This design comes from an exercise in tuning for small area and a short achievable clock period on the open sky130 flow, not from production work. The RTL was checked by simulation tests, not by an equivalence proof against the original design.

--- design/flow/run.sh ---
#!/bin/bash
# synth_recipe.tcl (not shown) runs the flow's synth.tcl, then flattens the netlist and writes it again
# the make line also repeats each setting of config.mk as NAME=value (left out here)
make -C /OpenROAD-flow-scripts/flow DESIGN_CONFIG=/design/flow/config.mk WORK_HOME=/design/flow/orfs CLKGATE_MAP_FILE= SYNTH_SCRIPT=/design/flow/synth_recipe.tcl finish
--- design/flow/config.mk ---
export PLATFORM = sky130hd
export DESIGN_NAME = fp8_dot_acc
export DESIGN_NICKNAME = fp8_dot_acc
export VERILOG_FILES = /design/flow/design.v
export SDC_FILE = /design/flow/constraint.sdc
export NUM_CORES = 4
export LEC_CHECK = 0
export CAP_MARGIN = 20
export CORE_MARGIN = 2
export CORE_UTILIZATION = 40
export SETUP_SLACK_MARGIN = 5
export SLEW_MARGIN = 20
--- design/flow/constraint.sdc ---
create_clock -name core_clock -period 150.0 [get_ports {clk}]
set_input_delay 30.0000 -clock core_clock [delete_from_list [all_inputs] [get_ports {clk}]]
set_output_delay 30.0000 -clock core_clock [all_outputs]
set_load 0.01 [all_outputs]
--- design/flow/design.v ---
module fp8_mul (
    input  wire       fmt_a,       
    input  wire       fmt_b,
    input  wire [7:0] a,
    input  wire [7:0] b,
    output wire       sign,
    output wire [7:0] sig,         
    output wire signed [6:0] exp,  
    output wire signed [6:0] top,  
    output wire       nan,         
    output wire       inf,         
    output wire       zero         
);
    wire [3:0] sig_a, sig_b;
    wire signed [6:0] exp_a, exp_b;
    wire nan_a, nan_b, inf_a, inf_b;
    fp8_decode u_da (.fmt(fmt_a), .x(a), .sig(sig_a), .exp(exp_a), .nan(nan_a), .inf(inf_a));
    fp8_decode u_db (.fmt(fmt_b), .x(b), .sig(sig_b), .exp(exp_b), .nan(nan_b), .inf(inf_b));
    assign sign = a[7] ^ b[7];
    assign nan  = nan_a | nan_b;
    assign inf  = inf_a | inf_b;
    assign zero = (sig_a == 4'd0 && !nan_a && !inf_a) || (sig_b == 4'd0 && !nan_b && !inf_b);
    assign sig  = (nan | inf) ? 8'd0 : sig_a * sig_b;
    assign exp  = exp_a + exp_b;
    reg [2:0] msb;
    integer i;
    always @(*) begin
        msb = 3'd0;
        for (i = 0; i < 8; i = i + 1)
            if (sig[i]) msb = i[2:0];
    end
    assign top = exp + $signed({4'd0, msb});
endmodule
module fp8_decode (
    input  wire       fmt,
    input  wire [7:0] x,
    output reg  [3:0] sig,
    output reg  signed [6:0] exp,
    output reg        nan,
    output reg        inf
);
    always @(*) begin
        if (!fmt) begin
            sig = {x[6:3] != 4'd0, x[2:0]};
            exp = $signed({3'd0, (x[6:3] == 4'd0) ? 4'd1 : x[6:3]}) - 7'sd10;
            nan = (x[6:0] == 7'h7F);
            inf = 1'b0;
        end else begin
            sig = {x[6:2] != 5'd0, x[1:0], 1'b0};
            exp = $signed({2'd0, (x[6:2] == 5'd0) ? 5'd1 : x[6:2]}) - 7'sd18;
            nan = (x[6:2] == 5'h1F) && (x[1:0] != 2'd0);
            inf = (x[6:2] == 5'h1F) && (x[1:0] == 2'd0);
        end
    end
endmodule
module fp32_round #(
    parameter W = 28
) (
    input  wire                sign,
    input  wire [W-1:0]        m,
    input  wire signed [9:0]   lsb,     
    output wire [31:0]         y
);
    reg  [6:0] k;                        
    integer i;
    always @(*) begin
        k = 7'd0;
        for (i = 0; i < W; i = i + 1)
            if (m[i]) k = i[6:0];
    end
    wire signed [11:0] lsb_x = {{2{lsb[9]}}, lsb};
    wire signed [11:0] eb = $signed({5'd0, k}) + lsb_x + 12'sd127;    
    wire normal = (eb >= 12'sd1);
    localparam integer TOPI = W - 1;
    localparam integer SUBI = W - 24 + 149;
    wire signed [11:0] top_c = TOPI[11:0];
    wire signed [11:0] sub_c = SUBI[11:0];
    wire signed [11:0] sh_s = normal ? (top_c - $signed({5'd0, k}))
                                     : (sub_c + lsb_x);
    wire [6:0] sh = sh_s[6:0];
    wire [W-1:0] n = m << sh;
    wire [23:0] q     = n[W-1:W-24];
    wire        guard = n[W-25];
    wire        stick = |n[W-26:0];
    wire        up    = guard & (stick | q[0]);
    wire [31:0] enc   = (normal ? ({20'd0, eb} - 32'd1) << 23 : 32'd0) + {8'd0, q} + {31'd0, up};
    assign y = (enc >= 32'h7F80_0000) ? {sign, 31'h7F80_0000} : {sign, enc[30:0]};
endmodule
module fp8_group_sum #(
    parameter N = 16
) (
    input  wire           fmt_a,
    input  wire           fmt_b,
    input  wire [8*N-1:0] a,
    input  wire [8*N-1:0] b,
    output wire [31:0]    g,         
    output wire           g_nan,     
    output wire           g_inf,     
    output wire           g_neg,
    output wire           nan_in     
);
    localparam SW = 54;              
    wire [N-1:0]     sign, nan, inf, zero;
    wire [8*N-1:0]   sig;
    wire [7*N-1:0]   exp, top;
    genvar j;
    generate
        for (j = 0; j < N; j = j + 1) begin : lane
            fp8_mul u_mul (
                .fmt_a(fmt_a), .fmt_b(fmt_b),
                .a(a[8*j +: 8]), .b(b[8*j +: 8]),
                .sign(sign[j]), .sig(sig[8*j +: 8]),
                .exp(exp[7*j +: 7]), .top(top[7*j +: 7]),
                .nan(nan[j]), .inf(inf[j]), .zero(zero[j])
            );
        end
    endgenerate
    reg pos_inf, neg_inf, inf_zero;
    integer i;
    always @(*) begin
        pos_inf  = 1'b0;
        neg_inf  = 1'b0;
        inf_zero = 1'b0;
        for (i = 0; i < N; i = i + 1) begin
            if (inf[i] && !nan[i]) begin
                if (zero[i]) inf_zero = 1'b1;
                else if (sign[i]) neg_inf = 1'b1;
                else pos_inf = 1'b1;
            end
        end
    end
    assign nan_in = |nan;
    assign g_nan  = nan_in | inf_zero | (pos_inf & neg_inf);
    assign g_inf  = !g_nan & (pos_inf | neg_inf);
    assign g_neg  = neg_inf;
    reg signed [6:0] e_max;
    reg              any;
    always @(*) begin
        e_max = -7'sd64;
        any   = 1'b0;
        for (i = 0; i < N; i = i + 1) begin
            if (sig[8*i +: 8] != 8'd0) begin
                any = 1'b1;
                if ($signed(top[7*i +: 7]) > e_max) e_max = $signed(top[7*i +: 7]);
            end
        end
    end
    reg signed [SW-1:0] sum;
    reg        [7:0]    d;
    reg        [47:0]   mag;
    reg                 lost;
    reg        [7:0]    p;
    always @(*) begin
        sum = {SW{1'b0}};
        for (i = 0; i < N; i = i + 1) begin
            p    = sig[8*i +: 8];
            d    = e_max - $signed(exp[7*i +: 7]);         
            mag  = {p, 40'd0} >> d;
            if (d >= 8'd48)
                lost = (p != 8'd0);
            else if (d > 8'd40)
                lost = |(p & ~(8'hFF << (d - 8'd40)));
            else
                lost = 1'b0;
            if (sign[i])
                sum = sum - $signed({{(SW-48){1'b0}}, mag}) - $signed({{(SW-1){1'b0}}, lost});
            else
                sum = sum + $signed({{(SW-48){1'b0}}, mag});
        end
    end
    wire        s_neg = sum[SW-1];
    wire [SW-1:0] s_abs = s_neg ? -sum : sum;
    wire [31:0] rounded;
    wire signed [9:0] lsb = $signed({{3{e_max[6]}}, e_max}) - 10'sd40;
    fp32_round #(.W(SW-1)) u_round (
        .sign(s_neg), .m(s_abs[SW-2:0]), .lsb(lsb), .y(rounded)
    );
    assign g = (any && s_abs != {SW{1'b0}}) ? rounded : 32'h0000_0000;
endmodule
module fp32_add (
    input  wire [31:0] x,
    input  wire [31:0] y,
    output wire [31:0] s
);
    wire       sx = x[31], sy = y[31];
    wire [7:0] ex = x[30:23], ey = y[30:23];
    wire [22:0] fx = x[22:0], fy = y[22:0];
    wire x_nan = (ex == 8'hFF) && (fx != 0);
    wire y_nan = (ey == 8'hFF) && (fy != 0);
    wire x_inf = (ex == 8'hFF) && (fx == 0);
    wire y_inf = (ey == 8'hFF) && (fy == 0);
    wire        x_big = (x[30:0] >= y[30:0]);
    wire        sb = x_big ? sx : sy;
    wire        ss = x_big ? sy : sx;
    wire [7:0]  eb = x_big ? ex : ey;
    wire [7:0]  es = x_big ? ey : ex;
    wire [22:0] fb = x_big ? fx : fy;
    wire [22:0] fs = x_big ? fy : fx;
    wire [7:0]  eb_eff = (eb == 8'd0) ? 8'd1 : eb;
    wire [7:0]  es_eff = (es == 8'd0) ? 8'd1 : es;
    wire [23:0] mb = {eb != 8'd0, fb};
    wire [23:0] ms = {es != 8'd0, fs};
    wire [7:0]  diff = eb_eff - es_eff;
    wire [26:0] big   = {mb, 3'd0};
    wire [26:0] sm_full = {ms, 3'd0};
    wire [26:0] sm_sh = (diff >= 8'd27) ? 27'd0 : (sm_full >> diff);
    wire [26:0] back  = (diff >= 8'd27) ? 27'd0 : (sm_sh << diff);
    wire        stick = (back != sm_full);
    wire [26:0] sm = sm_sh | {26'd0, stick};
    wire [27:0] m = (sb == ss) ? ({1'b0, big} + {1'b0, sm})
                               : ({1'b0, big} - {1'b0, sm});
    wire signed [9:0] lsb = $signed({2'd0, eb_eff}) - 10'sd153;
    wire [31:0] rounded;
    fp32_round #(.W(28)) u_round (.sign(sb), .m(m), .lsb(lsb), .y(rounded));
    assign s = (x_nan || y_nan || (x_inf && y_inf && (sx != sy))) ? 32'h7FC0_0000 :
               x_inf ? x :
               y_inf ? y :
               (m == 28'd0) ? {sx & sy, 31'd0} :
               rounded;
endmodule
module fp8_dot_acc (
    input  wire         clk,
    input  wire         rst,           
    input  wire         in_valid,
    input  wire         in_fmt_a,      
    input  wire         in_fmt_b,
    input  wire         in_accumulate,
    input  wire [127:0] in_a,
    input  wire [127:0] in_b,
    output reg          out_valid,
    output reg  [31:0]  out_acc,
    output reg          out_nan_in,
    output reg          out_acc_inf
);
    localparam N = 16;
    wire [31:0] g;
    wire        g_nan, g_inf, g_neg, nan_in;
    fp8_group_sum #(.N(N)) u_group (
        .fmt_a(in_fmt_a), .fmt_b(in_fmt_b), .a(in_a), .b(in_b),
        .g(g), .g_nan(g_nan), .g_inf(g_inf), .g_neg(g_neg), .nan_in(nan_in)
    );
    wire [31:0] g_full = g_nan ? 32'h7FC0_0000 :
                         g_inf ? {g_neg, 31'h7F80_0000} : g;
    wire [31:0] sum;
    fp32_add u_add (.x(out_acc), .y(g_full), .s(sum));
    wire [31:0] acc_next = in_accumulate ? sum : g_full;
    always @(posedge clk) begin
        if (rst) begin
            out_valid   <= 1'b0;
            out_acc     <= 32'd0;
            out_nan_in  <= 1'b0;
            out_acc_inf <= 1'b0;
        end else begin
            out_valid <= in_valid;
            if (in_valid) begin
                out_acc     <= acc_next;
                out_nan_in  <= nan_in;
                out_acc_inf <= (acc_next[30:0] == 31'h7F80_0000);
            end
        end
    end
endmodule
==> flow_summary.ini <==
[clocking]
cts_buffer_depth = 2
cts_root_buf = clkbuf_16
htreeDepth = 2
post-cts-setup-buffer-count = 0
clock_sinks = 35
insertion_delay_ns = 0.28
clk_pin_slew_ns = 0.06
cts_inserted_buffers = 5
cts_tree = built

[cells_and_area]
area_delta_synth_final_pct = 5.66
drive_above_1_share_pct = 3.24
stdcell_count = 29300
utilization_pct = 42.5
nFillCells = 42500
nNetsFinal = 27300

[yosys]
yosysSeqAreaShare_pct = 0.440
synth_area_sq_mm = 0.159
synthesis.nets = 27500
synth_cells = 24200
synth_ff_type = dfxtp_1
synthAdderAreaFrac_pct = 24.6
postSynthAreaPerCell_sq_um = 6.57
yosys-top-cells-area = ha_1 (22%), nor2_1 (7.0%), xnor2_1 (7.0%), inv_1 (6.8%), a21oi_1 (5.7%)
ys_top_cells_by_count = nor2_1 (2,989), inv_1 (2,866), ha_1 (2,851)
async_flop_share_pct = 0
synth_simple_gate_area_share_pct = 23.1
synthMuxAreaShare_pct = 4.52
synth_compound_area_share_pct = 28.6
yosysMostFrequentCell = nor2_1
synth_top_family_by_area = compound AO/OA/AOI/OAI gates
yosysWarnings = 6
yosys.area.top_type = ha_1
synth.distinct_cells = 161
synth-edff-count = 0
synth_xor_area_share_pct = 9.90
synth_top_area_share_pct = 22.4
ys_ff_latch = 35

[drt]
wl_um = 636000
drt_iter0_markers = 15400
num_vias = 171000
antenna_left = 0
wl_met2_um = 287000
avgViaCountPerCell = 5.83
wl_met3_um = 41900
drc_errors = 0
wire_per_inst_um = 21.7
top_layer = met5
wl_met1_um = 268000
drt-pass1-iter-count = 6

[worst_setup_path]
critPathKind = input pin to flop
required_ns = 150.20
cpPeakStageDelay_ns = 0.69
r2r-start = out_acc[0]
worstPathMaxFanout = 72
cp.arrival_ns = 137.24
crit_path_start_kind = input pin
r2r_end = out_acc[0]
cpMostUsedCell = ha_1
r2r_cells = 98
end_kind = flop
rrSetupSlack_ns = 125.75
cp_slowest_cell = a211oi_1

[timing]
clock_skew_ns = 0.00746
final.period_utilization_pct = 91.4
hold_viol = 0
fin_tns_setup_ns = 0
finalCriticalPeriod_ns = 137.05
rsz0062_at_grt = false
fmax_mhz = 7.30
slew_headroom_pct = 11.8
slew_viol_final = 0
finalSetupViolations = 0
tightestPinTransition_ns = 1.32

[floorplanning]
core_area_sq_mm = 0.396
die_h_um = 635
initial_utilization_pct = 40.2
die_area_sq_mm = 0.403
fp-row-count = 231
die_x_um = 635
ios = 297

[global_routing]
grt-ovfl-total = 0
grt_pass1_vias = 158000
antenna_found_initial = 72
gr-usage-all-layers_pct = 29.7
grt_pass1_wl_um = 950000
grt_max_degree = 80

[run]
cap_violations = 0

[status]
status = complete, no violations

[place]
dp_hpwl_um = 540000
gp_congestion = 1.02
dp_cells = 29300
port_buffers = 296

[min_path]
holdPathStages = 2
hp-class = flop to flop
min_to = out_nan_in
hp-start = out_nan_in
[final cells by class]
cell class                      count  area [sq um]  area share [%]
Multi-Input combinational cell  20600        145000            86.3
Inverter                         2880         10800            6.43
Tap cell                         5242          6560            3.90
Timing Repair Buffer              523          4670            2.78
Sequential cell                    35           701           0.416
Clock buffer                        7           153          0.0907
Antenna cell                       37          92.6          0.0550
Clock inverter                      1          7.51         0.00446
[state kept, by name, summed over array words and instances, names as in the netlist]
register and flops:
out_acc 32, out_acc_inf 1, out_nan_in 1, out_valid 1
[routing by layer]
layer  vias to the layer above  GRT usage [%]
li1                      84200              -
met1                     79600           37.2
met2                      6021           49.8
met3                      1246           3.53
met4                        32           15.6
met5                         -              0
[how the worst max path moves through the flow]
stage / start / end
3_5_place_dp: in_b[6] / out_acc[0]
6_report: in_b[6] / out_acc[0]
4_1_cts: in_b[6] / out_acc[0]
2_1_floorplan: in_fmt_b / out_acc[0]
5_1_grt: in_b[6] / out_acc[0]
3_3_place_gp: in_b[6] / out_acc[0]
[kinds of logic (layout without fill, tap and decap cells)]
| kind of cell | Yosys count | count (layout) |
|---|---|---|
| and+or+nand+nor | 8097 | 8097 |
| AOI/OAI and AO/OA | 7015 | 7017 |
| buffers and inverters | 3567 | 3411 |
| adders and majority gates | 3046 | 3046 |
| xor gates and xnor gates | 1786 | 1786 |
| muxes | 677 | 677 |
| DFF | 35 | 35 |
| other | 0 | 37 |
[layout by cell type, fill, tap and decap left out, types with 130 or more instances in the layout]
master,netlist,final
nor2b_1,277,277
nand4_1,151,151
a21boi_0,355,355
xor2_1,497,479
a211oi_1,219,216
fa_1,161,160
o22ai_1,160,160
ha_1,2851,2851
mux2i_1,534,530
a31oi_1,221,219
o211ai_1,160,160
nor4_1,162,158
xnor2_1,1279,1258
nor2_1,2989,2989
or3_1,142,142
clkdlybuf4s50_1,0,293
nor3_1,491,489
and3_1,158,158
and2_1,131,130
a21oi_1,1807,1805
nand3_1,435,435
o21a_1,679,679
o21ai_0,1529,1525
or2_2,185,185
nand2_1,2326,2326
a21o_1,602,599
inv_1,2866,2863
nand2b_1,357,357
buf_4,72,227
[worst max-delay path, delay by kind of cell]
family	cells	cell delay (ns)
mux	16	5.80
simple gates	136	29.04
xor+xnor	18	4.27
fa+ha+maj	65	20.90
compound gates	181	41.67
buf+inv	27	5.30
[repair_timing]
action                     in CTS  in global routing
setup endpoints to repair       0                 25
hold buffers                    0                  0
resized for setup               0                  7
[through the flow]
| step | hold slack, ns | cell area, sq um | setup WS [ns] |
|---|---|---|---|
| floorplan | 0.505 | 159000 | 28.90 |
| global placement | 0.478 | 168000 | 15.92 |
| detailed placement | 0.481 | 168000 | 14.07 |
| CTS | 0.488 | 168000 | 13.95 |
| global route | 0.510 | 168000 | 5.07 |
| finish | 0.487 | 168000 | 12.96 |

==> what the ideal ports hide <==
The flow's constraints put no driver on any port. The routed layout listed below was extracted and timed again, unchanged, in two steps. Step 1 assumes that a clkbuf_16 drives the clock port and a buf_2 every other input. Step 2 adds t to the input delays and takes it off the output delays; t is the mean of the earliest and latest rising clock arrival at the registers after step 1. Input paths then give back, and output paths get back, about the clock's delay inside the block. Slacks: ideal / step 1 / step 2; pairs: ideal / step 1.
shift t [ns]: 0.311
setup WS [ns]: 12.955 / 12.966 / 12.655
hold WS [ns]: 0.487 / 0.487 / 0.487
worst slew at a driven data input, ns: 0.31
After both steps setup and hold are still met in this run. The setup slack of this run moves by +0.011 ns with the drivers and by -0.300 ns with both steps.
